Background: an optimization exercise with open tools, aiming at small area, a short achievable clock period and few clock cycles per item. Do not read the settings as production practice. The RTL was checked by simulation tests, not by an equivalence proof against the original design.

File: constraint.sdc
create_clock -name core_clock -period 10.0 [get_ports {clk}]
set_input_delay 2.0000 -clock core_clock [delete_from_list [all_inputs] [get_ports {clk}]]
set_output_delay 2.0000 -clock core_clock [all_outputs]
set_load 0.01 [all_outputs]
File: config.mk
export PLATFORM = sky130hd
export DESIGN_NAME = sha256_core
export DESIGN_NICKNAME = sha256_core
export VERILOG_FILES = /design/flow/design.v
export SDC_FILE = /design/flow/constraint.sdc
export NUM_CORES = 4
export LEC_CHECK = 0
export CAP_MARGIN = 20
export CORE_MARGIN = 2
export CORE_UTILIZATION = 40
export CTS_BUF_LIST = sky130_fd_sc_hd__clkbuf_4 sky130_fd_sc_hd__clkbuf_8
export PLACE_DENSITY = 0.6
export SETUP_SLACK_MARGIN = 5
export SLEW_MARGIN = 20
File: run.sh
#!/bin/bash
# synth_recipe.tcl (not shown) runs the flow's synth.tcl, then flattens the netlist and writes it again
# the make line also repeats each setting of config.mk as NAME=value (left out here)
make -C /OpenROAD-flow-scripts/flow DESIGN_CONFIG=/design/flow/config.mk WORK_HOME=/design/flow/orfs CLKGATE_MAP_FILE= SYNTH_SCRIPT=/design/flow/synth_recipe.tcl finish
File: design.v
module sha256_core (
    input  wire         clk,
    input  wire         rst,         
    input  wire         in_valid,
    output wire         in_ready,
    input  wire [31:0]  in_data,     
    input  wire         in_first,    
    input  wire         in_last,     
    output wire         out_valid,
    input  wire         out_ready,
    output wire [255:0] out_digest   
);
    localparam [255:0] IV = 256'h6a09e667bb67ae853c6ef372a54ff53a510e527f9b05688c1f83d9ab5be0cd19;
    reg        run;              
    reg  [5:0] rnd;              
    reg        fin;              
    reg        have0;            
    reg        n_first, n_last;  
    reg        b_first, b_last;  
    reg        ovalid;
    reg        rdy;              
    reg        need;             
    reg        stq;              
    reg        free;             
    reg        s61, s62, s63;    
    reg        sch;              
    reg [31:0] w [0:15];         
    reg [31:0] a, b, c, d, e, f, g;
    reg [31:0] p;                
    reg [31:0] kt;               
    reg [31:0] H0, H1, H2, H3, H4, H5, H6, H7;
    wire [31:0] k_rom =
        ({32{rnd == 6'd0}} & 32'h71374491) |
        ({32{rnd == 6'd1}} & 32'hb5c0fbcf) |
        ({32{rnd == 6'd2}} & 32'he9b5dba5) |
        ({32{rnd == 6'd3}} & 32'h3956c25b) |
        ({32{rnd == 6'd4}} & 32'h59f111f1) |
        ({32{rnd == 6'd5}} & 32'h923f82a4) |
        ({32{rnd == 6'd6}} & 32'hab1c5ed5) |
        ({32{rnd == 6'd7}} & 32'hd807aa98) |
        ({32{rnd == 6'd8}} & 32'h12835b01) |
        ({32{rnd == 6'd9}} & 32'h243185be) |
        ({32{rnd == 6'd10}} & 32'h550c7dc3) |
        ({32{rnd == 6'd11}} & 32'h72be5d74) |
        ({32{rnd == 6'd12}} & 32'h80deb1fe) |
        ({32{rnd == 6'd13}} & 32'h9bdc06a7) |
        ({32{rnd == 6'd14}} & 32'hc19bf174) |
        ({32{rnd == 6'd15}} & 32'he49b69c1) |
        ({32{rnd == 6'd16}} & 32'hefbe4786) |
        ({32{rnd == 6'd17}} & 32'h0fc19dc6) |
        ({32{rnd == 6'd18}} & 32'h240ca1cc) |
        ({32{rnd == 6'd19}} & 32'h2de92c6f) |
        ({32{rnd == 6'd20}} & 32'h4a7484aa) |
        ({32{rnd == 6'd21}} & 32'h5cb0a9dc) |
        ({32{rnd == 6'd22}} & 32'h76f988da) |
        ({32{rnd == 6'd23}} & 32'h983e5152) |
        ({32{rnd == 6'd24}} & 32'ha831c66d) |
        ({32{rnd == 6'd25}} & 32'hb00327c8) |
        ({32{rnd == 6'd26}} & 32'hbf597fc7) |
        ({32{rnd == 6'd27}} & 32'hc6e00bf3) |
        ({32{rnd == 6'd28}} & 32'hd5a79147) |
        ({32{rnd == 6'd29}} & 32'h06ca6351) |
        ({32{rnd == 6'd30}} & 32'h14292967) |
        ({32{rnd == 6'd31}} & 32'h27b70a85) |
        ({32{rnd == 6'd32}} & 32'h2e1b2138) |
        ({32{rnd == 6'd33}} & 32'h4d2c6dfc) |
        ({32{rnd == 6'd34}} & 32'h53380d13) |
        ({32{rnd == 6'd35}} & 32'h650a7354) |
        ({32{rnd == 6'd36}} & 32'h766a0abb) |
        ({32{rnd == 6'd37}} & 32'h81c2c92e) |
        ({32{rnd == 6'd38}} & 32'h92722c85) |
        ({32{rnd == 6'd39}} & 32'ha2bfe8a1) |
        ({32{rnd == 6'd40}} & 32'ha81a664b) |
        ({32{rnd == 6'd41}} & 32'hc24b8b70) |
        ({32{rnd == 6'd42}} & 32'hc76c51a3) |
        ({32{rnd == 6'd43}} & 32'hd192e819) |
        ({32{rnd == 6'd44}} & 32'hd6990624) |
        ({32{rnd == 6'd45}} & 32'hf40e3585) |
        ({32{rnd == 6'd46}} & 32'h106aa070) |
        ({32{rnd == 6'd47}} & 32'h19a4c116) |
        ({32{rnd == 6'd48}} & 32'h1e376c08) |
        ({32{rnd == 6'd49}} & 32'h2748774c) |
        ({32{rnd == 6'd50}} & 32'h34b0bcb5) |
        ({32{rnd == 6'd51}} & 32'h391c0cb3) |
        ({32{rnd == 6'd52}} & 32'h4ed8aa4a) |
        ({32{rnd == 6'd53}} & 32'h5b9cca4f) |
        ({32{rnd == 6'd54}} & 32'h682e6ff3) |
        ({32{rnd == 6'd55}} & 32'h748f82ee) |
        ({32{rnd == 6'd56}} & 32'h78a5636f) |
        ({32{rnd == 6'd57}} & 32'h84c87814) |
        ({32{rnd == 6'd58}} & 32'h8cc70208) |
        ({32{rnd == 6'd59}} & 32'h90befffa) |
        ({32{rnd == 6'd60}} & 32'ha4506ceb) |
        ({32{rnd == 6'd61}} & 32'hbef9a3f7) |
        ({32{rnd == 6'd62}} & 32'hc67178f2) |
        ({32{rnd == 6'd63}} & 32'h428a2f98);
    wire acc   = in_valid && rdy;
    wire take0 = rdy && !need;
    wire stgo  = stq && in_valid;
    wire adv   = (need && run && in_valid) || free || (s61 && !(ovalid && !out_ready));
    wire go    = stgo || adv;                            
    wire rot   = (s61 && adv) || s62 || s63 || fin;      
    wire [5:0] rnd_n  = rst ? 6'd0 : stgo ? 6'd1 : (adv && !s63) ? rnd + 6'd1 : rnd;
    wire       run_n  = rst ? 1'b0 : stgo ? 1'b1 : (adv && s63) ? 1'b0 : run;
    wire       fin_n  = !rst && s63;
    wire       have_n = rst ? 1'b0 : (acc && take0) ? 1'b1 : stgo ? 1'b0 : have0;
    wire       ld_n   = run_n && (rnd_n != 6'd0) && (rnd_n <= 6'd14);
    wire       st_n   = have_n && !run_n && !fin_n;
    wire       wf_n   = !run_n || (rnd_n == 6'd63) || (rnd_n == 6'd0);
    wire       s61_n  = run_n && (rnd_n == 6'd62);
    always @(posedge clk) begin
        rnd   <= rnd_n;
        run   <= run_n;
        fin   <= fin_n;
        have0 <= have_n;
        rdy   <= (!have_n && wf_n) || st_n || ld_n;
        need  <= st_n || ld_n;
        stq   <= st_n;
        free  <= run_n && !ld_n && !s61_n;
        s61   <= s61_n;
        s62   <= run_n && (rnd_n == 6'd63);
        s63   <= run_n && (rnd_n == 6'd0);
        sch   <= run_n && (rnd_n >= 6'd15) && (rnd_n <= 6'd62);
        if (acc && take0) begin
            n_first <= in_first;
            n_last  <= in_last;
        end
        if (stgo) begin
            b_first <= n_first;
            b_last  <= n_last;
        end
        if (rst)
            ovalid <= 1'b0;
        else if (fin && b_last)
            ovalid <= 1'b1;
        else if (out_ready)
            ovalid <= 1'b0;
        if (!run || s63)
            kt <= stgo ? 32'h71374491 : 32'h428a2f98;
        else if (adv)
            kt <= k_rom;
    end
    wire [31:0] S1  = {e[5:0], e[31:6]} ^ {e[10:0], e[31:11]} ^ {e[24:0], e[31:25]};
    wire [31:0] ch  = (e & f) ^ (~e & g);
    wire [31:0] S0  = {a[1:0], a[31:2]} ^ {a[12:0], a[31:13]} ^ {a[21:0], a[31:22]};
    wire [31:0] mj  = (a & b) ^ (a & c) ^ (b & c);
    wire [31:0] x1  = p ^ ch ^ mj;
    wire [31:0] y1  = {((p & ch) | (p & mj) | (ch & mj)), 1'b0};
    wire [31:0] x2  = x1 ^ y1 ^ S1;
    wire [31:0] y2  = {((x1 & y1) | (x1 & S1) | (y1 & S1)), 1'b0};
    wire [31:0] x3  = x2 ^ y2 ^ S0;
    wire [31:0] y3  = {((x2 & y2) | (x2 & S0) | (y2 & S0)), 1'b0};
    wire [31:0] x4  = p ^ ch ^ d;
    wire [31:0] y4  = {((p & ch) | (p & d) | (ch & d)), 1'b0};
    wire [31:0] x5  = x4 ^ y4 ^ S1;
    wire [31:0] y5  = {((x4 & y4) | (x4 & S1) | (y4 & S1)), 1'b0};
    wire [31:0] e_new = x5 + y5;
    wire [31:0] a_new = x3 + y3;
    wire [31:0] s0  = {w[1][6:0], w[1][31:7]} ^ {w[1][17:0], w[1][31:18]} ^ (w[1] >> 3);
    wire [31:0] s1  = {w[14][16:0], w[14][31:17]} ^ {w[14][18:0], w[14][31:19]} ^ (w[14] >> 10);
    wire [31:0] u1  = s1 ^ w[9] ^ s0;
    wire [31:0] v1  = {((s1 & w[9]) | (s1 & s0) | (w[9] & s0)), 1'b0};
    wire [31:0] u2  = u1 ^ v1 ^ w[0];
    wire [31:0] v2  = {((u1 & v1) | (u1 & w[0]) | (v1 & w[0])), 1'b0};
    wire [31:0] w_new = u2 + v2;
    wire [31:0] w_in  = acc ? in_data : w_new;
    wire        w_sh  = acc || (sch && adv);
    wire [31:0] hsel = stq ? (n_first ? IV[31:0] : H7) : g;
    wire [31:0] pw   = w[15];
    wire [31:0] px   = hsel ^ kt ^ pw;
    wire [31:0] py   = {((hsel & kt) | (hsel & pw) | (kt & pw)), 1'b0};
    wire [31:0] p_new = px + py;
    wire [31:0] iva = ({32{s61}} & IV[159:128]) | ({32{s62}} & IV[191:160]) |    
                      ({32{s63}} & IV[223:192]) | ({32{fin}} & IV[255:224]);    
    wire [31:0] ive = ({32{s61}} & IV[31:0])    | ({32{s62}} & IV[63:32]) |      
                      ({32{s63}} & IV[95:64])   | ({32{fin}} & IV[127:96]);     
    wire [31:0] sum_a = (b_first ? iva : H3) + a;
    wire [31:0] sum_e = (b_first ? ive : H7) + e;
    assign in_ready   = rdy;
    assign out_valid  = ovalid;
    assign out_digest = {H0, H1, H2, H3, H4, H5, H6, H7};
    integer i;
    always @(posedge clk) begin
        if (w_sh) begin
            for (i = 0; i < 15; i = i + 1)
                w[i] <= w[i + 1];
            w[15] <= w_in;
        end
        if (go) begin
            if (stq) begin
                a <= n_first ? IV[255:224] : H0;
                b <= n_first ? IV[223:192] : H1;
                c <= n_first ? IV[191:160] : H2;
                d <= n_first ? IV[159:128] : H3;
                e <= n_first ? IV[127:96]  : H4;
                f <= n_first ? IV[95:64]   : H5;
                g <= n_first ? IV[63:32]   : H6;
            end else begin
                a <= a_new; b <= a; c <= b; d <= c;
                e <= e_new; f <= e; g <= f;
            end
            p <= p_new;
        end
        if (rot) begin
            H0 <= sum_a; H1 <= H0; H2 <= H1; H3 <= H2;
            H4 <= sum_e; H5 <= H4; H6 <= H5; H7 <= H6;
        end
    end
endmodule
==> results.tsv, run 1 <==
metric	value	unit
CTS tree	built	
Slew headroom	21.7	%
GP Congestion	0.974	
Worst Reg-to-Reg Cells	16	
num ports	296	
FF-to-FF setup slack	5.11	ns
Hold-fix buffers, CTS	0	
RSZ-0062 raised after global routing	false	
min-delay worst type	reg -> reg	
Via density	5.65	
worst path cell trace	xnor2_2, xnor2_2, fa_1, fa_1, ha_2, inv_1, fa_2, nor2b_1, o21a_1, o21a_1, o21a_4, a2111o_1, a221o_1, a21oi_2, xnor2_1, o21ai_1	
die area	147000	sq um
Hold Path Sink	w[11][5]	
gr ovfl total	0	
Worst R2R End	a[31]	
hold wc startpoint	w[12][5]	
flops & latches, synth	1078	
launch point of the worst reg-to-reg path	e[26]	
Detailed Place HPWL	147000	um
Mapped Area	57600	sq um
CTS Root Cell	clkbuf_8	
largest net degree at the start of global routing	188	
final hold slack	0.390	ns
Primary FF master, synth	edfxtp_1	
post-route ant nets	0	
H-tree levels	4	
Fmax achieved	0.204	GHz
drt initial violations	4679	
Max Cap Violations	0	
main area contributors after synthesis	edfxtp_1, fa_1, xnor2_1	
area leader, netlist	edfxtp_1	
first-pass GRT wire length	278000	um
drc violations	0	
# setup viols final	0	
Final Slew Violations	0	
num rows	139	
kind of critical path	reg -> reg	
register area share after synthesis	55.9	%
register area	32200	sq um
crit share post-route	48.9	%
WP data required	10.65	ns
initial core utilization	40.2	%
Clock Skews	0.0560	ns
Layout fillers	13000	
Synth top area share	55.3	%
setup TNS	0	ns
number of synthesis warnings	2	
GR Util All Layers	26.3	%
EDFF count, synth	1060	
CP max FO	7	
outcome	no timing/DRC/antenna violations	
CP Capture Type	flop	
Num CTS Buffers	181	
worst slew pin tran	1.14	ns
register with the most flip-flops	w	
CP max stage delay	0.63	ns
Final Critical Period	4.89	ns
WL per Instance	27.9	um
drt pass-1 iters	6	
clk buf depth	3	
final wirelength	197000	um
final hold vios	0	
layout cell share with drive strength beyond 1	10.8	%
Util after Layout	47.1	%
synth-to-layout area growth	17.2	%
CP arrival	5.55	ns
Worst path slowest cell	edfxtp_1	
vias in the first global route	38700	
Multi-input gate area	23300	sq um
FFs w/ async S/R, synth	0	%
Reg clk slew, reported paths	0.07	ns
initial antenna violation count	9	
synth unique cells	95	
Worst Hold Path Cells	0	
Core Region	143000	sq um
Nets	5490	
Syn Area/Cell	12.5	sq um
Critical Path Start Type	flop	
Buffers on Ports	295	
worst skew pair latency	0.93	ns
clock sink count	1078	
max reg flops	512	
via count	40000	
Die Y	383	um
post-synthesis instance total	4618	
syn_nets	5096	
die width	383	um
metrics by stage:
step | cells | area, sq um | setup slack (ns)
2_1_floorplan | 4618 | 57600 | 4.24
3_3_place_gp | 6656 | 62700 | 4.72
3_5_place_dp | 6657 | 62700 | 4.71
4_1_cts | 7020 | 66800 | 4.94
5_1_grt | 7073 | 67500 | 4.96
6_report | 7075 | 67500 | 5.11
worst max-delay path: cells and delay by family (launching register included):
kind	cells	cell delay (ns)
AO/OA/AOI/OAI	7	1.69
adder cells (fa/ha/maj)	4	1.36
XOR/XNOR	3	0.79
flip-flops	1	0.63
buffers and inverters	1	0.08
AND/OR/NAND/NOR	1	0.05
layout make-up:
class	count	area share (%)
Clock buffer	219	4.11
Inverter	440	2.46
Sequential cell	1078	47.7
Antenna cell	5	0.0185
Clock inverter	119	1.69
Tap cell	1903	3.53
Multi-Input combinational cell	2881	34.5
Timing Repair Buffer	430	5.97
placed cells by master, fill, tap and decap left out, types with 38 or more instances in the layout:
master           Yosys  routed
nand3_1             52      52
a22o_1              72      72
buf_4                0     125
edfxtp_1          1060    1060
fa_1               250     249
clkbuf_4             0      38
a21o_1              89      89
ha_1               190     179
clkinv_1             2      53
a31oi_1             44      41
a21oi_1            259     258
nor2_1             290     286
nand2_1            268     265
clkbuf_8             0     181
o22a_1              98      98
clkdlybuf4s50_1      0     295
xnor2_1            317     304
nor3_1              76      74
inv_1              437     435
xor2_1             103     103
o21ai_0            242     241
synthesized netlist by cell type, types with 31 or more instances:
master    number
fa_1         250
edfxtp_1    1060
mux2_2        31
a22o_1        72
nand2_1      268
a21oi_1      259
nor3_1        76
nand3_1       52
a31oi_1       44
ha_1         190
xor2_1       103
inv_1        437
o21ai_0      242
o22a_1        98
clkbuf_1     196
nor2_1       290
a21o_1        89
xnor2_1      317
a211oi_1      36
o21a_1        35
how the worst max path moves through the flow:
| stage | startpoint | endpoint | slack, ns | depth (start not counted) |
|---|---|---|---|---|
| floorplan | in_valid | H0[0] | 4.24 | 3 |
| global placement | in_valid | rdy | 4.72 | 10 |
| detailed placement | a[7] | a[30] | 4.71 | 17 |
| CTS | e[7] | a[30] | 4.94 | 17 |
| global route | s63 | H0[30] | 4.96 | 17 |
| finish | e[26] | a[31] | 5.11 | 16 |
repair_timing:
| action | CTS | global route |
|---|---|---|
| pin swaps | 0 | 12 |
| cloned | 0 | 0 |
| buffers inserted | 25 | 50 |
| endpoints found under the setup margin | 23 | 42 |
| gates resized for setup | 11 | 62 |
layer usage:
| layer | vias up | routed length [um] | part of all wire, % | GRT usage (%) |
|---|---|---|---|---|
| met5 | - | 45 | 0.023 | 0 |
| met4 | 8 | 7360 | 3.7 | 9.52 |
| met3 | 288 | 18900 | 9.6 | 6.30 |
| met2 | 1983 | 87500 | 44 | 39.4 |
| met1 | 20200 | 83200 | 42 | 37.3 |
| li1 | 17500 | - | - | - |
logic make-up after synthesis:
group	Yosys count	synth area share (%)
flip-flops	1078	55.9
AND/OR/NAND/NOR	874	6.88
multiplexers	36	0.693
adder cells (fa/ha/maj)	469	13.3
AO/OA/AOI/OAI	1082	12.5
buffers and inverters	659	4.31
XOR/XNOR	420	6.39
Testbench counts, summed over its fixed seeds: cycles 52,684, blocks 798.
==> run 2, diff against run 1 <==
--- a/config.mk
+++ b/config.mk
@@ -8,7 +8,6 @@
 export CAP_MARGIN = 20
 export CORE_MARGIN = 2
 export CORE_UTILIZATION = 40
-export CTS_BUF_LIST = sky130_fd_sc_hd__clkbuf_4 sky130_fd_sc_hd__clkbuf_8
 export PLACE_DENSITY = 0.6
 export SETUP_SLACK_MARGIN = 5
 export SLEW_MARGIN = 20
==> run 2 against run 1 <==
  * First-iteration DRC count up 9.2%
  * Routed wire length down 0.42%
  * Synthesized cell count unchanged
  * Flip-flop and latch count unchanged
  * Critical path type unchanged
  * Largest cell class unchanged
==> results.tsv, run 2 <==
metric	value	unit
WL per Instance	28.3	um
Crit. Startpoint	a[5]	
syn_nets	5096	
non-filler instance count after layout	6937	
worst skew pair latency	0.78	ns
CP max FO	7	
Mapped Area	57600	sq um
most instantiated library cell after synthesis	edfxtp_1	
RSZ-0062 raised after global routing	false	
post-route ant nets	0	
commonest non-fill, non-tap cell in the layout	edfxtp_1	
final hold slack	0.382	ns
FFs w/ async S/R, synth	0	%
first-pass GRT wire length	277000	um
synth cell count leaders	edfxtp_1, inv_1, xnor2_1, nor2_1, nand2_1	
vias in the first global route	37900	
clock sink count	1078	
Reg clk slew, reported paths	0.06	ns
Worst Reg-to-Reg Cells	14	
final hold vios	0	
Core Region	143000	sq um
layout cell share with drive strength beyond 1	8.62	%
drt pass-1 iters	5	
drt initial violations	5109	
setup TNS	0	ns
FF-to-FF setup slack	5.11	ns
crit share post-route	48.9	%
Primary FF master, synth	edfxtp_1	
drc violations	0	
WP data required	10.49	ns
worst slew pin tran	1.10	ns
H-tree levels	3	
final wirelength	196000	um
num ports	296	
clk buf depth	3	
number of synthesis warnings	2	
Via density	5.70	
die width	383	um
Buffers on Ports	295	
launch point of the worst reg-to-reg path	a[5]	
via count	39500	
Synth top area share	55.3	%
CTS tree	built	
most frequent CP cell	fa_1	
Clock Skews	0.0676	ns
Num CTS Buffers	113	
Placed Instances	6657	
CP Capture Type	flop	
register with the most flip-flops	w	
Final Slew Violations	0	
synth unique cells	95	
main area contributors after synthesis	edfxtp_1, fa_1, xnor2_1	
Fmax achieved	0.204	GHz
outcome	no timing/DRC/antenna violations	
kind of critical path	reg -> reg	
most frequent cells in the layout	edfxtp_1, inv_1, xnor2_1	
EDFF count, synth	1060	
worst path cell trace	maj3_1, fa_1, inv_1, fa_1, inv_1, fa_1, ha_1, or3_1, o21a_4, a2111o_1, a221o_1, a21oi_2, xnor2_1, o21ai_1	
flops & latches, synth	1078	
Worst R2R End	a[31]	
max reg flops	512	
initial antenna violation count	7	
Detailed Place HPWL	147000	um
synth-to-layout area growth	16.9	%
Slew headroom	24.6	%
num rows	139	
largest net degree at the start of global routing	188	
Hold-fix buffers, CTS	0	
final worst setup slack	5.11	ns
gr ovfl total	0	
Nets	5424	
area leader, netlist	edfxtp_1	
GP Congestion	0.974	
CTS Root Cell	clkbuf_16	
Die Y	383	um
# setup viols final	0	
register area share after synthesis	55.9	%
CP arrival	5.38	ns
Syn Area/Cell	12.5	sq um
Critical Path Start Type	flop	
Critical Path Sink	a[31]	
post-synthesis instance total	4618	
Worst path slowest cell	fa_1	
CP max stage delay	0.53	ns
die area	147000	sq um
Final Critical Period	4.89	ns
Max Cap Violations	0	
min-delay worst type	reg -> reg	
GR Util All Layers	26.2	%
initial core utilization	40.2	%
pre-CTS setup slack	4.71	ns
## run 2: cells by family after synthesis
| group | synth area share, % |
|---|---|
| flip-flops | 55.9 |
| buffers and inverters | 4.31 |
| multiplexers | 0.693 |
| AND/OR/NAND/NOR | 6.88 |
| AO/OA/AOI/OAI | 12.5 |
| XOR/XNOR | 6.39 |
| adder cells (fa/ha/maj) | 13.3 |
## run 2: timing repair
item | 4_1_cts | 5_1_grt
hold endpoints to repair | 0 | 0
pin swaps | 0 | 10
setup endpoints to repair | 22 | 45
setup buffers | 25 | 52
resized for setup | 12 | 60
## run 2: worst max-delay path, delay by kind of cell, from the launching register on
family	cells	cell delay (ns)
AOI/OAI and AO/OA	5	1.32
xor gates and xnor gates	1	0.13
adders and majority gates	5	2.18
buffers and inverters	2	0.10
DFF	1	0.48
and+or+nand+nor	1	0.40
## run 2: per-layer routing
| metal | routed length, um | vias to the layer above | global-route usage [%] | part of all wire (%) |
|---|---|---|---|---|
| met2 | 87300 | 1872 | 39.5 | 45 |
| met1 | 84000 | 20100 | 37.3 | 43 |
| li1 | - | 17300 | - | - |
| met4 | 7290 | 8 | 8.82 | 3.7 |
| met3 | 17500 | 288 | 5.66 | 8.9 |
| met5 | 85 | - | 0 | 0.043 |
## run 2: how the worst min path moves through the flow
stage                     startpoint         to  slack, ns  cells past startpoint
after floorplan               n_last     b_last       0.40                      0
final                       w[12][5]   w[11][5]       0.38                      0
after global placement     w[11][16]  w[10][16]       0.40                      0
after global routing        w[13][3]   w[12][3]       0.39                      0
after CTS                   w[13][3]   w[12][3]       0.37                      0
after detailed placement   w[11][26]  w[10][26]       0.40                      0
## run 2: through the flow
step	instance area [sq um]	util, %
5_1_grt	67300	47.0
6_report	67300	47.0
3_5_place_dp	62700	43.7
2_1_floorplan	57600	-
3_3_place_gp	62700	43.7
4_1_cts	66700	46.5
## run 2: layout make-up
| class | instances | area (sq um) |
|---|---|---|
| Fill cell | 12900 | 76000 |
| Sequential cell | 1078 | 32200 |
| Multi-Input combinational cell | 2881 | 23300 |
| Timing Repair Buffer | 432 | 4050 |
| Clock buffer | 131 | 2900 |
| Tap cell | 1903 | 2380 |
| Inverter | 440 | 1660 |
| Clock inverter | 70 | 863 |
| Antenna cell | 2 | 5.00 |
==> run 3, diff against run 2 <==
--- a/config.mk
+++ b/config.mk
@@ -8,6 +8,8 @@
 export CAP_MARGIN = 20
 export CORE_MARGIN = 2
 export CORE_UTILIZATION = 40
+export CTS_CLUSTER_DIAMETER = 60
+export CTS_CLUSTER_SIZE = 22
 export PLACE_DENSITY = 0.6
 export SETUP_SLACK_MARGIN = 5
 export SLEW_MARGIN = 20
==> run 3 against run 2 <==
  * Utilization fell by 0.12 points
  * Critical path depth rose by 2
  * Cell count fell by 0.32%
  * Largest cell class unchanged
  * First-iteration DRC count fell by 7.1%
  * Cell area fell by 0.25%
  * Via count barely moved
  * Non-clock buffer count fell by 3
  * Still clean on timing, DRC and antenna
==> results.tsv, run 3 <==
metric	value	unit
Placed Area	62700	sq um
synth unique cells	95	
EDFF count, synth	1060	
CP arrival	5.37	ns
most instantiated library cell after synthesis	edfxtp_1	
Mapped Area	57600	sq um
most frequent CP cell	fa_1	
flops & latches, synth	1078	
FF-to-FF setup slack	5.09	ns
Final Critical Period	4.91	ns
FFs w/ async S/R, synth	0	%
worst path cell trace	maj3_2, fa_1, inv_1, fa_1, inv_1, fa_1, ha_2, and3_4, a221oi_4, o21ai_2, and2_4, a2111o_1, a221o_1, a21oi_2, xnor2_1, o21ai_1	
Via density	5.72	
synth-to-layout area growth	16.6	%
initial antenna violation count	7	
worst slew pin tran	1.16	ns
WP data required	10.47	ns
launch point of the worst reg-to-reg path	b[14]	
num rows	139	
Detailed Place HPWL	147000	um
CTS tree	built	
register with the most flip-flops	w	
area leader, netlist	edfxtp_1	
initial core utilization	40.2	%
H-tree levels	3	
Critical Path Sink	a[31]	
die width	383	um
Core Region	143000	sq um
min-delay worst type	reg -> reg	
clock sink count	1078	
Die Y	383	um
Worst path slowest cell	fa_1	
WL per Instance	28.2	um
CTS Root Cell	clkbuf_16	
CP Capture Type	flop	
vias in the first global route	38000	
worst skew pair latency	0.75	ns
post-synthesis instance total	4618	
main area contributors after synthesis	edfxtp_1, fa_1, xnor2_1	
met1 Usage GRT	37.1	%
final wirelength	195000	um
Nets	5406	
Fmax achieved	0.204	GHz
Worst Reg-to-Reg Cells	16	
gr ovfl total	0	
post-route design area	67200	sq um
RSZ-0062 raised after global routing	true	
post-route ant nets	0	
Reg clk slew, reported paths	0.08	ns
Primary FF master, synth	edfxtp_1	
outcome	no timing/DRC/antenna violations	
via count	39600	
setup TNS	0	ns
Max Cap Violations	0	
Critical Path Start Type	flop	
Final Slew Violations	0	
GP Congestion	0.974	
syn_nets	5096	
final hold vios	0	
layout cell share with drive strength beyond 1	8.80	%
crit share post-route	49.1	%
Syn Area/Cell	12.5	sq um
most frequent cells in the layout	edfxtp_1, inv_1, xnor2_1	
commonest non-fill, non-tap cell in the layout	edfxtp_1	
first-pass GRT wire length	276000	um
GR Util All Layers	26.1	%
largest net degree at the start of global routing	188	
M3 GR Usage	5.50	%
Clock Skews	0.0564	ns
register area share after synthesis	55.9	%
met2 usage	39.4	%
drc violations	0	
die area	147000	sq um
clk buf depth	3	
Buffers on Ports	295	
# setup viols final	0	
drt pass-1 iters	6	
num ports	296	
Synth top area share	55.3	%
Slew headroom	20.5	%
Num CTS Buffers	98	
CP max stage delay	0.52	ns
max reg flops	512	
Util after Layout	46.9	%
kind of critical path	reg -> reg	
drt initial violations	4748	
synth cell count leaders	edfxtp_1, inv_1, xnor2_1, nor2_1, nand2_1	
Crit. Startpoint	b[14]	
most used routing layer	met2	
number of synthesis warnings	2	
Worst R2R End	a[31]	
CP max FO	6	
run 3: metal layers:
layer  wire, um  share of wire (%)  up-vias
met1      83400                 43    20100
li1           -                  -    17300
met4       7960                4.1        2
met3      17600                9.0      311
met5         10             0.0051        -
met2      86400                 44     1911
run 3: layout make-up:
cell class                 instances  area, sq um
fill                           12900        76100
sequential                      1078        32200
multi-input combinational       2881        23300
timing repair buffer             429         4030
clock buffer                     101         2460
tap                             1903         2380
inverter                         440         1660
clock inverter                    81         1140
antenna                            2         5.00
run 3: worst max-delay path, delay by kind of cell (launching register included):
family | cells | cell delay, ns
compound gates | 6 | 1.43
xor+xnor | 1 | 0.13
fa+ha+maj | 5 | 2.18
buf+inv | 2 | 0.10
flops | 1 | 0.41
simple gates | 2 | 0.38
run 3: logic make-up after synthesis:
kind of cell / Yosys count / share of synthesized area, %
mux: 36 / 0.693
xor+xnor: 420 / 6.39
simple gates: 874 / 6.88
fa+ha+maj: 469 / 13.3
buf+inv: 659 / 4.31
compound gates: 1082 / 12.5
flops: 1078 / 55.9
run 3: worst min path at each step:
| stage | start | endpoint | cells after the start |
|---|---|---|---|
| 6_report | w[12][3] | w[11][3] | 0 |
| 2_1_floorplan | n_last | b_last | 0 |
| 4_1_cts | w[12][3] | w[11][3] | 0 |
| 3_3_place_gp | w[11][16] | w[10][16] | 0 |
| 3_5_place_dp | w[11][26] | w[10][26] | 0 |
| 5_1_grt | w[12][3] | w[11][3] | 0 |
run 3: stage by stage:
step | setup WS [ns] | std cells | hold WS, ns
after floorplan | 4.24 | 4618 | 0.400
final | 5.09 | 6915 | 0.404
after detailed placement | 4.71 | 6657 | 0.405
after CTS | 5.00 | 6869 | 0.392
after global routing | 4.97 | 6913 | 0.400
after global placement | 4.72 | 6656 | 0.400
run 3: what timing repair did:
| action | in CTS | in global routing |
|---|---|---|
| endpoints found under the setup margin | 23 | 42 |
| resized for setup | 15 | 54 |
| hold buffers | 0 | 0 |
| setup buffers | 30 | 44 |
| pin swaps | 0 | 6 |
==> run 4, diff against run 3 <==
--- a/config.mk
+++ b/config.mk
@@ -8,8 +8,8 @@
 export CAP_MARGIN = 20
 export CORE_MARGIN = 2
 export CORE_UTILIZATION = 40
-export CTS_CLUSTER_DIAMETER = 60
-export CTS_CLUSTER_SIZE = 22
+export CTS_CLUSTER_DIAMETER = 150
+export CTS_CLUSTER_SIZE = 20
 export PLACE_DENSITY = 0.6
 export SETUP_SLACK_MARGIN = 5
 export SLEW_MARGIN = 20
==> run 4 against run 3 <==
  * Via count down 0.79%
  * Worst setup slack worse by 0.017 ns
  * Highest routed layer unchanged
  * Global-route usage down 0.16 points
  * Register-to-register slack worse by 0.02 ns
  * Critical endpoint unchanged
==> results.tsv, run 4 <==
metric	value	unit
outcome	no timing/DRC/antenna violations	
Primary FF master, synth	edfxtp_1	
number of synthesis warnings	2	
first-pass GRT wire length	275000	um
largest net degree at the start of global routing	188	
crit share post-route	49.2	%
Syn Area/Cell	12.5	sq um
synth unique cells	95	
final hold vios	0	
worst skew pair latency	0.73	ns
CP arrival	5.37	ns
layout cell share with drive strength beyond 1	6.80	%
area leader, netlist	edfxtp_1	
# setup viols final	0	
kind of critical path	reg -> reg	
num rows	139	
Mapped Area	57600	sq um
Nets	5368	
CP max FO	6	
GP Congestion	0.974	
Buffers on Ports	295	
flops & latches, synth	1078	
die area	147000	sq um
max reg flops	512	
Largest delay share family, worst path	compound AO/OA/AOI/OAI gates	
Final Slew Violations	0	
Placed Area	62700	sq um
initial antenna violation count	6	
drc violations	0	
Final Critical Period	4.92	ns
post-route design area	65200	sq um
Via density	5.77	
Die Y	383	um
WP data required	10.45	ns
Hold-fix buffers, CTS	0	
non-filler instance count after layout	6805	
CTS Root Cell	clkbuf_16	
CP max stage delay	0.62	ns
setup TNS	0	ns
H-tree levels	2	
Fmax achieved	0.203	GHz
register area	32200	sq um
gr ovfl total	0	
syn_nets	5096	
synth-to-layout area growth	13.2	%
Worst path slowest cell	edfxtp_1	
worst slew pin tran	1.06	ns
num ports	296	
Critical Path Start Type	flop	
post-route ant nets	0	
EDFF count, synth	1060	
Multi-input gate area	23400	sq um
Reg clk slew, reported paths	0.10	ns
most instantiated library cell after synthesis	edfxtp_1	
Placed Instances	6657	
CP Capture Type	flop	
most frequent cells in the layout	edfxtp_1, inv_1, xnor2_1	
Num CTS Buffers	59	
CTS tree	built	
Detailed Place HPWL	147000	um
RSZ-0062 raised after global routing	true	
drt initial violations	4937	
clk buf depth	3	
via count	39200	
post-synthesis instance total	4618	
drt pass-1 iters	6	
Bufs and invs on worst path	1	
Util after Layout	45.5	%
Max Cap Violations	0	
register with the most flip-flops	w	
vias in the first global route	37600	
final worst setup slack	5.08	ns
WL per Instance	28.7	um
final wirelength	195000	um
main area contributors after synthesis	edfxtp_1, fa_1, xnor2_1	
synth cell count leaders	edfxtp_1, inv_1, xnor2_1, nor2_1, nand2_1	
register area share after synthesis	55.9	%
initial core utilization	40.2	%
worst path cell trace	xnor2_1, xnor2_2, fa_1, fa_1, ha_2, inv_1, fa_2, nor2b_1, o21a_1, o21a_1, o21a_4, a2111o_1, a221o_1, a21oi_2, xnor2_1, o21ai_1	
commonest non-fill, non-tap cell in the layout	edfxtp_1	
pre-CTS setup slack	4.71	ns
Synth top area share	55.3	%
die width	383	um
min-delay worst type	reg -> reg	
Slew headroom	27.4	%
Core Region	143000	sq um
clock sink count	1078	
GR Util All Layers	25.9	%
Layout fillers	13100	
Clock Skews	0.0463	ns
FFs w/ async S/R, synth	0	%
-- run 4: cells by family (layout without fill, tap and decap cells) --
| kind of cell | Yosys count | count (layout) | synth area share [%] |
|---|---|---|---|
| buffers and inverters | 659 | 941 | 4.31 |
| muxes | 36 | 36 | 0.693 |
| other | 0 | 2 | 0 |
| xor gates and xnor gates | 420 | 420 | 6.39 |
| DFF | 1078 | 1078 | 55.9 |
| and+or+nand+nor | 874 | 874 | 6.88 |
| AOI/OAI and AO/OA | 1082 | 1082 | 12.5 |
| adders and majority gates | 469 | 469 | 13.3 |
-- run 4: per-stage QoR --
| stage | hold WS [ns] |
|---|---|
| final | 0.388 |
| after global routing | 0.406 |
| after global placement | 0.400 |
| after floorplan | 0.400 |
| after detailed placement | 0.405 |
| after CTS | 0.393 |
-- run 4: worst reg2reg max path, stage by stage (launching register included) --
cell	delay [ns]
edfxtp_1	0.62
xnor2_1	0.45
xnor2_2	0.21
fa_1	0.59
fa_1	0.42
ha_2	0.20
inv_1	0.08
fa_2	0.22
nor2b_1	0.05
o21a_1	0.19
o21a_1	0.21
o21a_4	0.25
a2111o_1	0.47
a221o_1	0.37
a21oi_2	0.15
xnor2_1	0.13
o21ai_1	0.07
-- run 4: repair_timing --
item | in CTS | in global routing
setup endpoints to repair | 23 | 38
pin swaps | 0 | 15
setup buffers | 42 | 33
gates resized for setup | 14 | 67
-- run 4: per-layer routing --
metal / routed length, um / GRT usage, % / share of wire, %
met1: 83500 / 37.0 / 43
met2: 86600 / 39.4 / 44
met3: 17800 / 5.45 / 9.1
met4: 7280 / 8.30 / 3.7
met5: 36 / 0 / 0.018
-- run 4: cell type report --
type,instances,area share [%]
sequential,1078,49.4
timing repair buffer,430,6.19
multi-input combinational,2881,35.8
inverter,440,2.54
clock buffer,68,2.32
tap,1903,3.65
antenna,2,0.00768
clock inverter,3,0.0979
-- run 4: path summary, 6_finish.rpt --
check                   end       from  slack (ns)  cells past startpoint
hold reg to reg   w[10][19]  w[11][19]        0.39                      0
setup reg to reg      a[31]      e[26]        5.08                     16
hold / removal    w[10][19]  w[11][19]        0.39                      0
setup / recovery      a[31]      e[26]        5.08                     16
==> run 5, diff against run 4 <==
==> flow/run.sh (new file) <==
#!/bin/bash
# The standard layout, with the port buffers made of the smallest buffer
# (buf_1) instead of the delay buffer buffer_ports picks by default.
set -euo pipefail
bash standard.sh "BUFFER_PORTS_ARGS=-buffer_cell sky130_fd_sc_hd__buf_1" finish > orfs_make.log 2>&1
==> standard.sh (new file) <==
#!/bin/bash
# synth_recipe.tcl (not shown) runs the flow's synth.tcl, then flattens the netlist and writes it again
# the make line also repeats each setting of config.mk as NAME=value (left out here)
make -C /OpenROAD-flow-scripts/flow DESIGN_CONFIG=/design/flow/config.mk WORK_HOME=/design/flow/orfs CLKGATE_MAP_FILE= SYNTH_SCRIPT=/design/flow/synth_recipe.tcl "${@:-finish}"
--- a/config.mk
+++ b/config.mk
@@ -8,8 +8,6 @@
 export CAP_MARGIN = 20
 export CORE_MARGIN = 2
 export CORE_UTILIZATION = 40
-export CTS_CLUSTER_DIAMETER = 150
-export CTS_CLUSTER_SIZE = 20
 export PLACE_DENSITY = 0.6
 export SETUP_SLACK_MARGIN = 5
 export SLEW_MARGIN = 20
removed: run.sh
==> run 5 against run 4 <==
  * Still clean
  * Largest cell class unchanged
  * Critical path type unchanged
  * Critical path depth unchanged
  * Cell area up 0.47%
  * Global-route usage down 0.45 points
==> results.tsv, run 5 <==
metric	value	unit
final worst setup slack	5.08	ns
Slew headroom	25.2	%
Reg clk slew, reported paths	0.07	ns
CP Capture Type	flop	
Core Region	143000	sq um
worst skew pair latency	0.75	ns
register area	32200	sq um
synth-to-layout area growth	13.7	%
H-tree levels	3	
WP data required	10.46	ns
commonest non-fill, non-tap cell in the layout	edfxtp_1	
CP max FO	7	
FFs w/ async S/R, synth	0	%
register with the most flip-flops	w	
kind of critical path	reg -> reg	
Mapped Area	57600	sq um
CTS tree	built	
synth cell count leaders	edfxtp_1, inv_1, xnor2_1, nor2_1, nand2_1	
# setup viols final	0	
number of synthesis warnings	2	
num ports	296	
Syn Area/Cell	12.5	sq um
pre-CTS setup slack	4.13	ns
final hold vios	0	
WL per Instance	27.5	um
die width	383	um
final hold slack	0.399	ns
RSZ-0062 raised after global routing	true	
Multi-input gate area	23300	sq um
Fmax achieved	0.203	GHz
drc violations	0	
EDFF count, synth	1060	
worst slew pin tran	1.12	ns
initial antenna violation count	11	
drt initial violations	4582	
vias in the first global route	37300	
CTS Root Cell	clkbuf_16	
Max Cap Violations	0	
Die Y	383	um
post-synthesis instance total	4618	
post-route ant nets	0	
drt pass-1 iters	5	
Nets	5423	
clk buf depth	3	
Num CTS Buffers	113	
first-pass GRT wire length	270000	um
Via density	5.68	
post-route design area	65500	sq um
Final Critical Period	4.92	ns
area leader, netlist	edfxtp_1	
register area share after synthesis	55.9	%
setup TNS	0	ns
Hold-fix buffers, CTS	0	
most instantiated library cell after synthesis	edfxtp_1	
max reg flops	512	
Detailed Place HPWL	142000	um
initial core utilization	40.2	%
Critical Path Start Type	flop	
Final Slew Violations	0	
GR Util All Layers	25.5	%
crit share post-route	49.2	%
Buffers on Ports	295	
syn_nets	5096	
flops & latches, synth	1078	
final wirelength	191000	um
clock sink count	1078	
min-delay worst type	reg -> reg	
Synth top area share	55.3	%
gr ovfl total	0	
Placed Area	60800	sq um
largest net degree at the start of global routing	200	
Primary FF master, synth	edfxtp_1	
CP arrival	5.39	ns
via count	39400	
most frequent cells in the layout	edfxtp_1, inv_1, xnor2_1	
die area	147000	sq um
synth unique cells	95	
main area contributors after synthesis	edfxtp_1, fa_1, xnor2_1	
Layout fillers	13100	
layout cell share with drive strength beyond 1	8.54	%
outcome	no timing/DRC/antenna violations	
Clock Skews	0.0389	ns
num rows	139	
GP Congestion	0.969	
==> run 5: cell counts after synthesis <==
Identical to the previous run, type by type.
==> run 5: logic make-up after synthesis <==
logic type | after synthesis | synth area share (%)
compound gates | 1082 | 12.5
flops | 1078 | 55.9
simple gates | 874 | 6.88
buf+inv | 659 | 4.31
fa+ha+maj | 469 | 13.3
xor+xnor | 420 | 6.39
mux | 36 | 0.693
==> run 5: path summary, 6_finish.rpt <==
kind | to | slack, ns | startpoint | cells after the start
max | a[31] | 5.08 | e[3] | 16
min | w[9][25] | 0.40 | w[10][25] | 0
max reg2reg | a[31] | 5.08 | e[3] | 16
min reg2reg | w[9][25] | 0.40 | w[10][25] | 0
==> run 5: area by class of cell <==
cell class	instances	share of cell area, %
diodes	2	0.00764
multi-input cells	2881	35.6
clock inverters	71	1.19
repair buffers	431	3.43
well taps	1903	3.63
inverters	440	2.52
flip-flops and latches	1078	49.1
clock buffers	134	4.47
==> run 5: critical path, stage by stage (launching register included) <==
cell and delay [ns]:
edfxtp_1 0.46, mux2_4 0.37, fa_1 0.48, inv_1 0.05, fa_1 0.47, inv_1 0.05
fa_1 0.45, ha_1 0.33, nor2b_1 0.15, o21a_1 0.18, o21a_1 0.20, o21a_4 0.26
a2111o_1 0.48, a221o_1 0.35, a21oi_2 0.16, xnor2_1 0.13, o21ai_1 0.07
==> run 5: layer usage <==
metal	vias to the layer above	share of wire, %	global-route usage (%)
li1	17300	-	-
met2	1880	45	38.7
met3	277	9.3	5.53
met4	6	3.5	7.88
met1	20000	43	36.5
met5	-	0.020	0
==> run 5: metrics by stage <==
stage / utilization, % / cells
global route: 45.7 / 6939
global placement: 42.4 / 6649
floorplan: - / 4618
CTS: 45.3 / 6894
detailed placement: 42.4 / 6649
finish: 45.7 / 6940
==> run 5: timing repair <==
item | in CTS | in global routing
setup buffers | 40 | 44
endpoints found under the setup margin | 35 | 56
endpoints found under the hold margin | 0 | 0
resized for setup | 16 | 58
pin swaps | 1 | 9
==> run 6, diff against run 5 <==
--- a/config.mk
+++ b/config.mk
@@ -8,6 +8,8 @@
 export CAP_MARGIN = 20
 export CORE_MARGIN = 2
 export CORE_UTILIZATION = 40
+export CTS_CLUSTER_DIAMETER = 150
+export CTS_CLUSTER_SIZE = 25
 export PLACE_DENSITY = 0.6
 export SETUP_SLACK_MARGIN = 5
 export SLEW_MARGIN = 20
==> run 6 against run 5 <==
  * Critical endpoint is now e[30]
  * Count of clock-buffer cells in the layout shrank 78
  * First-iteration DRC count shrank 4.7%
  * Worst setup slack lost 0.027 ns
  * Routed wire length shrank 0.82%
  * Flip-flop and latch count is the same
  * Synthesized area is the same
  * Clock skew grew 0.0029 ns
  * Via count shrank 1.6%
  * Still clean
  * Largest cell class unchanged
==> results.tsv, run 6 <==
metric	value	unit
CP Capture Type	flop	
worst skew pair latency	0.70	ns
post-route ant nets	0	
CTS Root Cell	clkbuf_16	
CTS tree	built	
Critical Path Start Type	flop	
final wirelength	189000	um
WP data required	10.40	ns
first-pass GRT wire length	268000	um
drt initial violations	4365	
synth unique cells	95	
syn_nets	5096	
die area	147000	sq um
Via density	5.71	
main area contributors after synthesis	edfxtp_1, fa_1, xnor2_1	
worst slew pin tran	1.12	ns
post-route design area	63100	sq um
synth-to-layout area growth	9.55	%
crit share post-route	49.5	%
num rows	139	
Slew headroom	25.3	%
Buffers on Ports	295	
Final Slew Violations	0	
Synth top area share	55.3	%
min-delay worst type	reg -> reg	
Nets	5356	
number of synthesis warnings	2	
Detailed Place HPWL	142000	um
H-tree levels	2	
Hold-fix buffers, CTS	0	
setup TNS	0	ns
Die Y	383	um
Max Cap Violations	0	
vias in the first global route	36600	
drt pass-1 iters	5	
post-synthesis instance total	4618	
die width	383	um
Final Critical Period	4.95	ns
most frequent cells in the layout	edfxtp_1, inv_1, xnor2_1	
kind of critical path	reg -> reg	
layout cell share with drive strength beyond 1	6.50	%
flops & latches, synth	1078	
Fmax achieved	0.202	GHz
commonest non-fill, non-tap cell in the layout	edfxtp_1	
RSZ-0062 raised after global routing	true	
EDFF count, synth	1060	
GP Congestion	0.969	
num ports	296	
Num CTS Buffers	49	
Placed Area	60800	sq um
GR Util All Layers	25.2	%
Core Region	143000	sq um
register with the most flip-flops	w	
FFs w/ async S/R, synth	0	%
Syn Area/Cell	12.5	sq um
clock sink count	1078	
largest net degree at the start of global routing	200	
initial core utilization	40.2	%
Reg clk slew, reported paths	0.10	ns
Mapped Area	57600	sq um
most instantiated library cell after synthesis	edfxtp_1	
drc violations	0	
gr ovfl total	0	
# setup viols final	0	
via count	38800	
synth cell count leaders	edfxtp_1, inv_1, xnor2_1, nor2_1, nand2_1	
final hold vios	0	
clk buf depth	3	
Clock Skews	0.0418	ns
initial antenna violation count	9	
Primary FF master, synth	edfxtp_1	
outcome	no timing/DRC/antenna violations	
WL per Instance	27.9	um
register area share after synthesis	55.9	%
CP arrival	5.35	ns
max reg flops	512	
area leader, netlist	edfxtp_1	
CP max FO	6	
==> run 6: cell counts after synthesis <==
No cell type changed its count.
==> run 6: metrics by stage <==
step / std cells / worst slack (ns) / utilization [%] / hold slack [ns]
3_3_place_gp: 6649 / 4.25 / 42.4 / 0.400
5_1_grt: 6793 / 4.95 / 44.0 / 0.412
4_1_cts: 6752 / 5.00 / 43.6 / 0.402
3_5_place_dp: 6649 / 4.13 / 42.4 / 0.405
2_1_floorplan: 4618 / 4.24 / - / 0.400
6_report: 6796 / 5.05 / 44.0 / 0.393
==> run 6: worst max-delay path, cell delays in order, from the launching register on <==
cell	delay (ns)
edfxtp_1	0.61
mux2_2	0.45
fa_1	0.49
inv_1	0.05
fa_1	0.50
inv_1	0.04
ha_1	0.36
nand3_1	0.12
or2_2	0.36
nor4_1	0.76
o31ai_1	0.24
a21oi_1	0.20
a21oi_1	0.10
xnor2_1	0.26
o21ai_1	0.09
==> run 6: kinds of logic (layout without fill, tap and decap cells) <==
family,Yosys count,count (layout),synth area share (%)
xor gates and xnor gates,420,420,6.39
AOI/OAI and AO/OA,1082,1082,12.5
muxes,36,36,0.693
DFF,1078,1078,55.9
other,0,4,0
and+or+nand+nor,874,874,6.88
buffers and inverters,659,930,4.31
adders and majority gates,469,469,13.3
==> run 6: per-layer routing <==
layer / wire length, um / track usage [%] / vias up
li1: - / - / 17100
met4: 6090 / 7.38 / 4
met3: 16800 / 4.50 / 243
met2: 85000 / 38.7 / 1768
met5: 27 / 0 / -
met1: 81600 / 36.5 / 19800
==> run 6: area by class of cell <==
class	instances	area, sq um
repair buffers	428	2200
clock buffers	56	1250
inverters	440	1650
diodes	4	10.0
multi-input cells	2881	23300
flip-flops and latches	1078	32200
fillers	13300	80200
well taps	1903	2380
clock inverters	6	98.8
==> run 6: final timing paths <==
kind / start / end / slack [ns] / depth (start not counted)
worst max-delay path: e[22] / e[30] / 5.05 / 14
worst min-delay path: w[5][20] / w[4][20] / 0.39 / 0
worst max register to register: e[22] / e[30] / 5.05 / 14
worst min register to register: w[5][20] / w[4][20] / 0.39 / 0
==> run 6: what timing repair did <==
action / 4_1_cts / 5_1_grt
buffers inserted: 41 / 40
gates resized for setup: 16 / 54
endpoints found under the setup margin: 33 / 51
hold endpoints to repair: 0 / 0
pin swaps: 0 / 11
==> run 7, diff against run 6 <==
--- a/config.mk
+++ b/config.mk
@@ -9,7 +9,7 @@
 export CORE_MARGIN = 2
 export CORE_UTILIZATION = 40
 export CTS_CLUSTER_DIAMETER = 150
-export CTS_CLUSTER_SIZE = 25
+export CTS_CLUSTER_SIZE = 20
 export PLACE_DENSITY = 0.6
 export SETUP_SLACK_MARGIN = 5
 export SLEW_MARGIN = 20
==> run 7 against run 6 <==
  * Global-route usage grew 0.057 points
  * First-iteration DRC count increased by 4.4%
  * Register-to-register slack improved by 0.02 ns
  * Critical path depth rose by 1
  * Cell area up 0.59%
  * Critical endpoint is now a[31]
  * Highest routed layer unchanged
==> results.tsv, run 7 <==
metric	value	unit
Max Cap Violations	0	
Nets	5373	
flops & latches, synth	1078	
main area contributors after synthesis	edfxtp_1, fa_1, xnor2_1	
Fmax achieved	0.203	GHz
Critical Path Start Type	flop	
Primary FF master, synth	edfxtp_1	
largest net degree at the start of global routing	200	
number of synthesis warnings	2	
initial core utilization	40.2	%
commonest non-fill, non-tap cell in the layout	edfxtp_1	
EDFF count, synth	1060	
Worst Hold Path Cells	0	
Core Region	143000	sq um
non-filler instance count after layout	6812	
Layout fillers	13300	
CP arrival	5.37	ns
H-tree levels	2	
pre-CTS setup slack	4.13	ns
num rows	139	
final hold slack	0.397	ns
via count	38900	
Mapped Area	57600	sq um
max reg flops	512	
Critical Path Sink	a[31]	
crit share post-route	49.3	%
CTS tree	built	
Reg clk slew, reported paths	0.10	ns
Worst R2R End	a[31]	
GR Util All Layers	25.3	%
Placed Instances	6649	
final hold vios	0	
drc violations	0	
first-pass GRT wire length	268000	um
post-synthesis instance total	4618	
CP Capture Type	flop	
area leader, netlist	edfxtp_1	
vias in the first global route	36900	
register with the most flip-flops	w	
worst slew pin tran	1.12	ns
drt initial violations	4559	
most frequent cells in the layout	edfxtp_1, inv_1, xnor2_1	
WL per Instance	27.9	um
worst path cell trace	mux2_2, fa_1, inv_1, fa_1, inv_1, fa_1, ha_2, a21o_1, or3_1, o21a_4, a2111o_1, a221o_1, a21oi_2, xnor2_1, o21ai_1	
die width	383	um
layout cell share with drive strength beyond 1	6.87	%
worst skew pair latency	0.73	ns
post-route ant nets	0	
syn_nets	5096	
min-delay worst type	reg -> reg	
kind of critical path	reg -> reg	
Crit. Startpoint	e[8]	
register area share after synthesis	55.9	%
launch point of the worst reg-to-reg path	e[8]	
most instantiated library cell after synthesis	edfxtp_1	
num ports	296	
Worst Reg-to-Reg Cells	15	
synth cell count leaders	edfxtp_1, inv_1, xnor2_1, nor2_1, nand2_1	
initial antenna violation count	10	
CP max stage delay	0.50	ns
synth unique cells	95	
Clock Skews	0.0409	ns
Slew headroom	25.6	%
Detailed Place HPWL	142000	um
outcome	no timing/DRC/antenna violations	
final wirelength	190000	um
gr ovfl total	0	
Buffers on Ports	295	
RSZ-0062 raised after global routing	true	
CTS Root Cell	clkbuf_16	
CP max FO	7	
setup TNS	0	ns
clk buf depth	3	
die area	147000	sq um
drt pass-1 iters	6	
Largest delay share family, worst path	adder cells	
# setup viols final	0	
Via density	5.71	
synth-to-layout area growth	10.2	%
final worst setup slack	5.07	ns
FF-to-FF setup slack	5.07	ns
clock sink count	1078	
Multi-input gate area	23300	sq um
Die Y	383	um
Final Critical Period	4.93	ns
Final Slew Violations	0	
WP data required	10.44	ns
FFs w/ async S/R, synth	0	%
Num CTS Buffers	60	
GP Congestion	0.969	
register area	32200	sq um
Bufs and invs on worst path	2	
Synth top area share	55.3	%
Syn Area/Cell	12.5	sq um
Worst path slowest cell	fa_1	
most frequent CP cell	fa_1	
Crit. path cell count	15	
==> run 7: changes by cell type in the layout (fill, tap and decap cells not counted), sizes merged <==
cell,delta
buf,+6
clkbuf,+13
clkinv,-1
diode,-2
==> run 7: cells by family (layout without fill, tap and decap cells) <==
family / after synthesis / count (layout) / synth area share [%]
XOR/XNOR: 420 / 420 / 6.39
other: 0 / 2 / 0
multiplexers: 36 / 36 / 0.693
adder cells (fa/ha/maj): 469 / 469 / 13.3
AO/OA/AOI/OAI: 1082 / 1082 / 12.5
AND/OR/NAND/NOR: 874 / 874 / 6.88
flip-flops: 1078 / 1078 / 55.9
buffers and inverters: 659 / 948 / 4.31
==> run 7: final cells by class <==
class                   instances  share of cell area [%]
flip-flops and latches       1078                    50.7
multi-input cells            2881                    36.7
well taps                    1903                    3.75
repair buffers                434                    3.58
inverters                     440                    2.61
clock buffers                  69                    2.45
clock inverters                 5                   0.140
diodes                          2                 0.00788
==> run 7: layer usage <==
layer	up-vias	global-route usage (%)	part of all wire, %
li1	17100	-	-
met1	19800	36.2	42
met2	1724	38.6	45
met3	277	5.00	9.2
met4	10	7.94	3.6
met5	-	0	0.036
==> run 7: what timing repair did <==
action	in CTS	in global routing
pin swaps	0	11
hold buffers	0	0
gates cloned	0	0
gates resized for setup	16	59
endpoints found under the setup margin	34	56
setup buffers	40	47
==> run 7: per-stage QoR <==
stage	instance area (sq um)	utilization [%]
after floorplan	57600	-
after global placement	60800	42.4
after detailed placement	60800	42.4
after CTS	62800	43.8
after global routing	63500	44.3
final	63500	44.3
==> run 7: how the worst min path moves through the flow <==
stage              start   endpoint  slack (ns)
2_1_floorplan     n_last     b_last        0.40
5_1_grt         w[8][27]   w[7][27]        0.42
3_5_place_dp   w[11][17]  w[10][17]        0.40
3_3_place_gp     w[3][3]    w[2][3]        0.40
6_report        w[5][20]   w[4][20]        0.40
4_1_cts         w[5][20]   w[4][20]        0.41
==> run 8, diff against run 7 <==
--- a/config.mk
+++ b/config.mk
@@ -5,11 +5,11 @@
 export SDC_FILE = /design/flow/constraint.sdc
 export NUM_CORES = 4
 export LEC_CHECK = 0
-export CAP_MARGIN = 20
+export CAP_MARGIN = 5
 export CORE_MARGIN = 2
 export CORE_UTILIZATION = 40
 export CTS_CLUSTER_DIAMETER = 150
 export CTS_CLUSTER_SIZE = 20
 export PLACE_DENSITY = 0.6
 export SETUP_SLACK_MARGIN = 5
-export SLEW_MARGIN = 20
+export SLEW_MARGIN = 5
==> run 8 against run 7 <==
  * Utilization unchanged
  * Count of clock-buffer cells in the layout unchanged
  * Clock skew unchanged
  * Register-to-register slack about the same
  * Worst hold slack unchanged
  * Die area unchanged
  * Routed wire length unchanged
  * Sequential share of layout area unchanged
==> results.tsv, run 8 <==
metric	value	unit
post-route design area	63500	sq um
GP Congestion	0.969	
Placed Instances	6649	
Worst Reg-to-Reg Cells	15	
Fmax achieved	0.203	GHz
post-route ant nets	0	
synth-to-layout area growth	10.2	%
Worst R2R End	a[31]	
Critical Path Start Type	flop	
launch point of the worst reg-to-reg path	e[8]	
Primary FF master, synth	edfxtp_1	
WL per Instance	27.9	um
kind of critical path	reg -> reg	
register with the most flip-flops	w	
Die Y	383	um
vias in the first global route	36900	
Hold Path Sink	w[4][20]	
GR Util All Layers	25.3	%
Reg clk slew, reported paths	0.10	ns
num ports	296	
EDFF count, synth	1060	
Worst path slowest cell	fa_1	
Mapped Area	57600	sq um
WP data required	10.44	ns
largest net degree at the start of global routing	200	
drc violations	0	
CP max stage delay	0.50	ns
Crit. Startpoint	e[8]	
final wirelength	190000	um
RSZ-0062 raised after global routing	true	
Via density	5.71	
CP max FO	7	
setup TNS	0	ns
gr ovfl total	0	
most frequent cells in the layout	edfxtp_1, inv_1, xnor2_1	
Final Critical Period	4.93	ns
most frequent CP cell	fa_1	
first-pass GRT wire length	268000	um
Num CTS Buffers	60	
initial core utilization	40.2	%
FFs w/ async S/R, synth	0	%
Slew headroom	25.6	%
die width	383	um
worst slew pin tran	1.12	ns
CP Capture Type	flop	
worst path cell trace	mux2_2, fa_1, inv_1, fa_1, inv_1, fa_1, ha_2, a21o_1, or3_1, o21a_4, a2111o_1, a221o_1, a21oi_2, xnor2_1, o21ai_1	
post-synthesis instance total	4618	
CTS tree	built	
number of synthesis warnings	2	
most instantiated library cell after synthesis	edfxtp_1	
hold wc startpoint	w[5][20]	
Placed Area	60800	sq um
commonest non-fill, non-tap cell in the layout	edfxtp_1	
num rows	139	
FF-to-FF setup slack	5.07	ns
register area share after synthesis	55.9	%
H-tree levels	2	
crit share post-route	49.3	%
max reg flops	512	
via count	38900	
drt pass-1 iters	6	
Worst Hold Path Cells	0	
Core Region	143000	sq um
final hold slack	0.397	ns
die area	147000	sq um
outcome	no timing/DRC/antenna violations	
non-filler instance count after layout	6812	
min-delay worst type	reg -> reg	
drt initial violations	4559	
CTS Root Cell	clkbuf_16	
Detailed Place HPWL	142000	um
Buffers on Ports	295	
clk buf depth	3	
final hold vios	0	
Hold-fix buffers, CTS	0	
Final Slew Violations	0	
synth cell count leaders	edfxtp_1, inv_1, xnor2_1, nor2_1, nand2_1	
Syn Area/Cell	12.5	sq um
CP arrival	5.37	ns
area leader, netlist	edfxtp_1	
worst skew pair latency	0.73	ns
Synth top area share	55.3	%
clock sink count	1078	
Clock Skews	0.0409	ns
synth unique cells	95	
main area contributors after synthesis	edfxtp_1, fa_1, xnor2_1	
Max Cap Violations	0	
# setup viols final	0	
initial antenna violation count	10	
layout cell share with drive strength beyond 1	6.87	%
Nets	5373	
syn_nets	5096	
flops & latches, synth	1078	
-- run 8: cell counts after synthesis --
Identical to the previous run, type by type.
-- run 8: per-layer routing --
layer  track usage (%)  vias to the layer above  part of all wire (%)
met1              36.2                    19800                    42
met4              7.94                       10                   3.6
li1                  -                    17100                     -
met2              38.6                     1724                    45
met3              5.00                      277                   9.2
met5                 0                        -                 0.036
-- run 8: cell type report --
type	instances	area, sq um
Inverter	440	1650
Clock buffer	69	1560
Tap cell	1903	2380
Clock inverter	5	88.8
Multi-Input combinational cell	2881	23300
Sequential cell	1078	32200
Antenna cell	2	5.00
Fill cell	13300	79800
Timing Repair Buffer	434	2270
-- run 8: what timing repair did --
action,4_1_cts,5_1_grt
pin swaps,0,11
cloned,0,0
resized for setup,16,59
setup buffers,40,47
setup endpoints to repair,34,56
-- run 8: through the flow --
step | worst slack [ns] | util, %
2_1_floorplan | 4.24 | -
3_5_place_dp | 4.13 | 42.4
5_1_grt | 4.97 | 44.3
4_1_cts | 4.95 | 43.8
3_3_place_gp | 4.25 | 42.4
6_report | 5.07 | 44.3
-- run 8: worst max path at each step --
stage	slack, ns	to
6_report	5.07	a[31]
5_1_grt	4.97	H0[19]
4_1_cts	4.95	p[31]
3_5_place_dp	4.13	p[31]
3_3_place_gp	4.25	p[31]
2_1_floorplan	4.24	H0[0]
-- run 8: cells by family (layout without fill, tap and decap cells) --
| kind of cell | after synthesis | after routing | share of synthesized area [%] |
|---|---|---|---|
| AO/OA/AOI/OAI | 1082 | 1082 | 12.5 |
| flip-flops | 1078 | 1078 | 55.9 |
| AND/OR/NAND/NOR | 874 | 874 | 6.88 |
| buffers and inverters | 659 | 948 | 4.31 |
| adder cells (fa/ha/maj) | 469 | 469 | 13.3 |
| XOR/XNOR | 420 | 420 | 6.39 |
| multiplexers | 36 | 36 | 0.693 |
| other | 0 | 2 | 0 |
-- run 8: critical path, delay by kind of cell (launching register included) --
| kind | cells | cell delay (ns) |
|---|---|---|
| buffers and inverters | 2 | 0.10 |
| XOR/XNOR | 1 | 0.13 |
| AO/OA/AOI/OAI | 6 | 1.47 |
| AND/OR/NAND/NOR | 1 | 0.33 |
| flip-flops | 1 | 0.40 |
| adder cells (fa/ha/maj) | 4 | 1.79 |
| multiplexers | 1 | 0.41 |

-- static timing again, ports no longer ideal --
No port has a modelled driver above. Below, the same layouts with a new extraction and two added sets of constraints.
Step 1, drivers: a clkbuf_16 drives clk and a buf_2 each remaining input, both assumed.
Step 2 moves the port delays by t, midway between the first and last clock arrival at a register: inputs arrive t later, outputs are due t later. That takes back most of the time a late clock gives input paths.
Three values: ideal, step 1, step 2; two values: the first two.
run | shift t [ns] | slack for setup (ns) | hold WS [ns] | worst slew at a driven data input, ns | pins driven straight from the clock port
run 1 | 0.990 | 5.106 / 5.106 / 4.674 | 0.390 / 0.390 / 0.390 | 0.08 | 1
run 2 | 0.824 | 5.108 / 5.108 / 4.712 | 0.382 / 0.382 / 0.382 | 0.08 | 1
run 3 | 0.802 | 5.093 / 5.093 / 4.749 | 0.404 / 0.404 / 0.404 | 0.07 | 1
run 4 | 0.787 | 5.076 / 5.076 / 4.711 | 0.388 / 0.388 / 0.388 | 0.07 | 1
run 5 | 0.811 | 5.079 / 5.079 / 4.872 | 0.399 / 0.399 / 0.399 | 0.10 | 1
run 6 | 0.769 | 5.052 / 5.052 / 4.852 | 0.393 / 0.393 / 0.393 | 0.10 | 1
run 7 | 0.800 | 5.070 / 5.070 / 4.883 | 0.397 / 0.397 / 0.397 | 0.10 | 1
run 8 | 0.800 | 5.070 / 5.070 / 4.883 | 0.397 / 0.397 / 0.397 | 0.10 | 1
After both steps setup and hold are still met in every run listed. For run 1, which loses most, drivers alone change the setup slack by 0.000 ns; drivers and shift together by -0.432 ns.
